Source: an optimization exercise on an open RTL-to-GDS flow (aim: small area and a short achievable clock period). Production flows keep margins and buffers that such runs may drop.
Only simulation tests tie the RTL to the original design; equivalence was not proved.
Power figures rest on the tool's default switching activity, not on a simulated workload.

## ec_rmw
module ec_rmw (
    input  wire         clk,
    input  wire         rst_n,
    input  wire         in_valid,
    input  wire [1:0]   in_op,        
    input  wire [31:0]  in_mask,      
    input  wire [255:0] in_wdata,     
    input  wire [31:0]  in_wpoison,   
    input  wire [255:0] in_sdata,     
    input  wire [31:0]  in_scheck,    
    output reg          out_valid,
    output reg  [2:0]   out_class,
    output reg  [31:0]  out_synd,
    output reg  [255:0] out_rdata,
    output reg          out_poison,
    output reg          out_wb,
    output reg  [255:0] out_wdata,
    output reg  [31:0]  out_wcheck,
    output reg          out_ev_ce,
    output reg          out_ev_ue,
    output reg          out_ev_pw
);
Size: about 1,200 I/O pins, roughly 33,000 um^2 of cells after synthesis.
Settings: LEC_CHECK=0, CAP_MARGIN=20, CORE_AREA=5 5 260 260, CTS_BUF_LIST=sky130_fd_sc_hd__clkbuf_4 sky130_fd_sc_hd__clkbuf_8, DIE_AREA=0 0 265 265, SLEW_MARGIN=20; clock period 12.0 ns.
standard.sh (not shown) runs the stock make flow with config.mk's settings and CLKGATE_MAP_FILE= SYNTH_SCRIPT=/design/flow/synth_recipe.tcl, a recipe that flattens the netlist after the stock synthesis.
==> flow/flow/run.sh <==
#!/bin/bash
# The standard layout (the standard.sh: unchanged synthesis, floorplan, power
# grid, placement, CTS and routing) with these changes to how it is made:
#  - the port buffers that global placement inserts are buf_1 cells instead of
#    the resizer's default pick;
#  - pins may sit on adjacent routing tracks, so the ports fit a smaller die;
set -euo pipefail
export BUFFER_PORTS_ARGS="-buffer_cell sky130_fd_sc_hd__buf_1"
export SETUP_SLACK_MARGIN=7.3
export PLACE_PINS_ARGS="-min_distance 1 -min_distance_in_tracks"
bash standard.sh finish > flow_make.log 2>&1
Next try:
--- a/flow/flow/run.sh
+++ b/flow/flow/run.sh
@@ -7,5 +7,5 @@
 set -euo pipefail
 export BUFFER_PORTS_ARGS="-buffer_cell sky130_fd_sc_hd__buf_1"
-export SETUP_SLACK_MARGIN=7.3
+export SETUP_SLACK_MARGIN=7.1
 export PLACE_PINS_ARGS="-min_distance 1 -min_distance_in_tracks"
 bash standard.sh finish > flow_make.log 2>&1
What happened:
- The new run finished clean
- hold slack improves by 33 ps
- cell count goes down by about 1.7%
- synthesized cell count stays the same
- non-clock buffer count came out lower by 94
- wire length fell by 4.0%
- core utilization is lower by 5.3 points
- flip-flop and latch count is unchanged
- global-route usage decreases by 0.51 points
- final area decreases by about 7.5%
- synthesized area stays the same


## v44
Starting RTL as in the previous note.
clock: 12.0 ns
lec_check: 0
cap_margin: 20
core_area: 5 5 290 290
cts_buf_list: sky130_fd_sc_hd__clkbuf_4 sky130_fd_sc_hd__clkbuf_8
die_area: 0 0 295 295
slew_margin: 20
==> flow/flow/run.sh <==
#!/bin/bash
# The standard layout (the standard.sh: unchanged synthesis, floorplan, power
# grid, placement, CTS and routing) with these changes to how it is made:
#  - the port buffers that global placement inserts are buf_1 cells instead of
#    the resizer's default pick;
#  - pins may sit on adjacent routing tracks, so the ports fit a smaller die;
set -euo pipefail
export BUFFER_PORTS_ARGS="-buffer_cell sky130_fd_sc_hd__buf_1"
export SETUP_SLACK_MARGIN=7
export PLACE_PINS_ARGS="-min_distance 1 -min_distance_in_tracks"
bash standard.sh finish > flow_make.log 2>&1
## Diff of input files: v27 against v44
- SLEW_MARGIN changed from 20 to 5
- CORE_AREA changed from 5 5 290 290 to 5 5 260 260
- CAP_MARGIN changed from 20 to 5
- DIE_AREA changed from 0 0 295 295 to 0 0 265 265
### Flow results
v44 reports its cell at the slowest stage of the critical path as sky130_fd_sc_hd__nand2_1 while v27 reports sky130_fd_sc_hd__dfxtp_1. v44 → v27: portion of total power attributed to sequential cells up 0.7 points, sequential share of cell area has increased, reported combinational group power saw a decrease, die area saw a decrease, total power saw a decrease. Comparing v44 against v27, there is no change at all in count of buffers inserted at the top-level ports. The final cell count in v27 sits 3.7% below the value recorded for v44. Compared with v44, in v27 met1 demand-to-capacity share in global routing now larger; power of the sequential group comparable; met2 wirelength from detailed routing now smaller. Peak fanout along the critical path was lower in v27 than in v44.
The following lists how v36 was set up differently from v27:
- CAP_MARGIN: 5 -> 20
- SLEW_MARGIN: 5 -> 20
- CTS_BUF_LIST: sky130_fd_sc_hd__clkbuf_4 sky130_fd_sc_hd__clkbuf_8 -> sky130_fd_sc_hd__clkbuf_2 sky130_fd_sc_hd__clkbuf_4
## What came out
Every stage of the flow completed for v36, and the final layout passed the timing, DRC and antenna checks.
Looking at switching portion of total power, v36 sits above v27.
v36 against v27: count of multi-input combinational gates held steady, combinational power grew by about 3%, final critical delay including setup and external delays grew by 0.089 ns, layout cell share with drive strength beyond 1 grew by 4.0 points.
The last element of the critical path comes out out_wdata[79] in one run and out_wdata[207] in the other, namely in v36 and v27 respectively.
Critical path depth: v36 vs v27, no meaningful difference
Compared to v27, v36 shows a narrower setup margin.
From v36 to v27, post-placement cell area did not move at all.
Met3 layer usage reported by global route: lower on v27
Against v27, v36 comes in about 2% higher on routed wire length on met3.
Portion of the clock cycle consumed by the worst path in the final layout, v36 and v27, lower one = v27.
Relative to v36, the following input files were edited for v42:
- CTS_BUF_LIST now sky130_fd_sc_hd__clkbuf_4 sky130_fd_sc_hd__clkbuf_8, was sky130_fd_sc_hd__clkbuf_2 sky130_fd_sc_hd__clkbuf_4
diff --git a/flow/flow/run.sh b/flow/flow/run.sh
--- a/flow/flow/run.sh
+++ b/flow/flow/run.sh
@@ -9 +9 @@
-export SETUP_SLACK_MARGIN=7
+export SETUP_SLACK_MARGIN=6.7
[summary]
When v42 is set beside v36, its clock distribution power turns out to be about 12% larger. v36 has a lower worst hold-check slack than v42. v42 ended up with a lower design area than v36 did. Taking v36 as the reference point, the required arrival time at the worst endpoint of v42 rises by 2.99 ns. The utilization after layout of v42 falls short of that of v36 by 2.6 points. [v42] depth of the critical timing path with buffers and inverters included rose 7 relative to v36. v42 ends up with a sequential share of layout area that is 1.1 points higher than in v36. Changes observed in v42 relative to v36: number of clock sinks about even; number of global-route vias before repair fell by 294; global-route usage went up; worst setup margin went down 0.11 ns.
#### Input delta (v1 over v42)
- putting GPL_ROUTABILITY_DRIVEN at 0 where nothing was set
diff --git a/flow/flow/run.sh b/flow/flow/run.sh
--- a/flow/flow/run.sh
+++ b/flow/flow/run.sh
@@ -9 +9 @@
-export SETUP_SLACK_MARGIN=6.7
+export SETUP_SLACK_MARGIN=7
v42 -> v1: non-clock buffer count increased slightly. From v42 to v1 the numbers moved as follows: switching power summed over all nets closely matched the old numbers, routed wire length decreased by 2.2% relative to the old numbers, via count decreased by 0.37% relative to the old numbers. Taking v42 as the reference point, the placement-stage cell area of v1 rises by 170 um^2. When the final numbers for v42 and v1 were put side by side, the routing usage on met3 turned out to be smaller in v1. Final worst-path setup slack up 0.19 ns in v1 wrt v42. Global-route met1 utilization, v42 and v1: higher on v42. Of the two values seen for class of the most critical setup path, flip-flop to output pin was produced by v1 and primary input to flip-flop by v42. v1 vs. v42: combinational power went up by about 2%.

static timing again, ports no longer ideal:
The flow's constraints put no driver on any port. The routed layouts listed below were extracted and timed again, unchanged, in two steps. Step 1 (the two cells are an assumption about what drives the block):
set clk [get_ports {clk}]
set_driving_cell -lib_cell sky130_fd_sc_hd__clkbuf_16 $clk
set_driving_cell -lib_cell sky130_fd_sc_hd__buf_2 [delete_from_list [all_inputs] $clk]
Step 2 times the ports against the registers' clock, not the clock port: input delays grow and output delays shrink by t, the midpoint of the rising clock arrivals with the driver on. Slacks: ideal ports / drivers / drivers and shift; pairs: ideal ports / drivers.
run	t (ns)	slack for setup (ns)	worst setup path after step 2	latest minus earliest clock arrival (ns)	pins driven straight from the clock port
the first run of note 1	0.791	7.165 / 7.102 / 6.397	input to register	0.051 / 0.050	1
the second run of note 1	0.788	7.095 / 7.028 / 6.371	input to register	0.051 / 0.051	1
v44	0.777	6.964 / 6.922 / 6.224	input to register	0.050 / 0.050	1
v27	0.766	6.953 / 6.889 / 6.242	input to register	0.037 / 0.037	1
v36	1.054	6.864 / 6.798 / 6.016	input to register	0.083 / 0.082	1
v42	0.778	6.757 / 6.733 / 6.012	input to register	0.048 / 0.048	1
v1	0.768	6.949 / 6.893 / 6.212	input to register	0.036 / 0.036	1
After both steps setup and hold are still met in every run listed. For v36, which loses most, drivers alone change the setup slack by -0.066 ns; drivers and shift together by -0.848 ns.
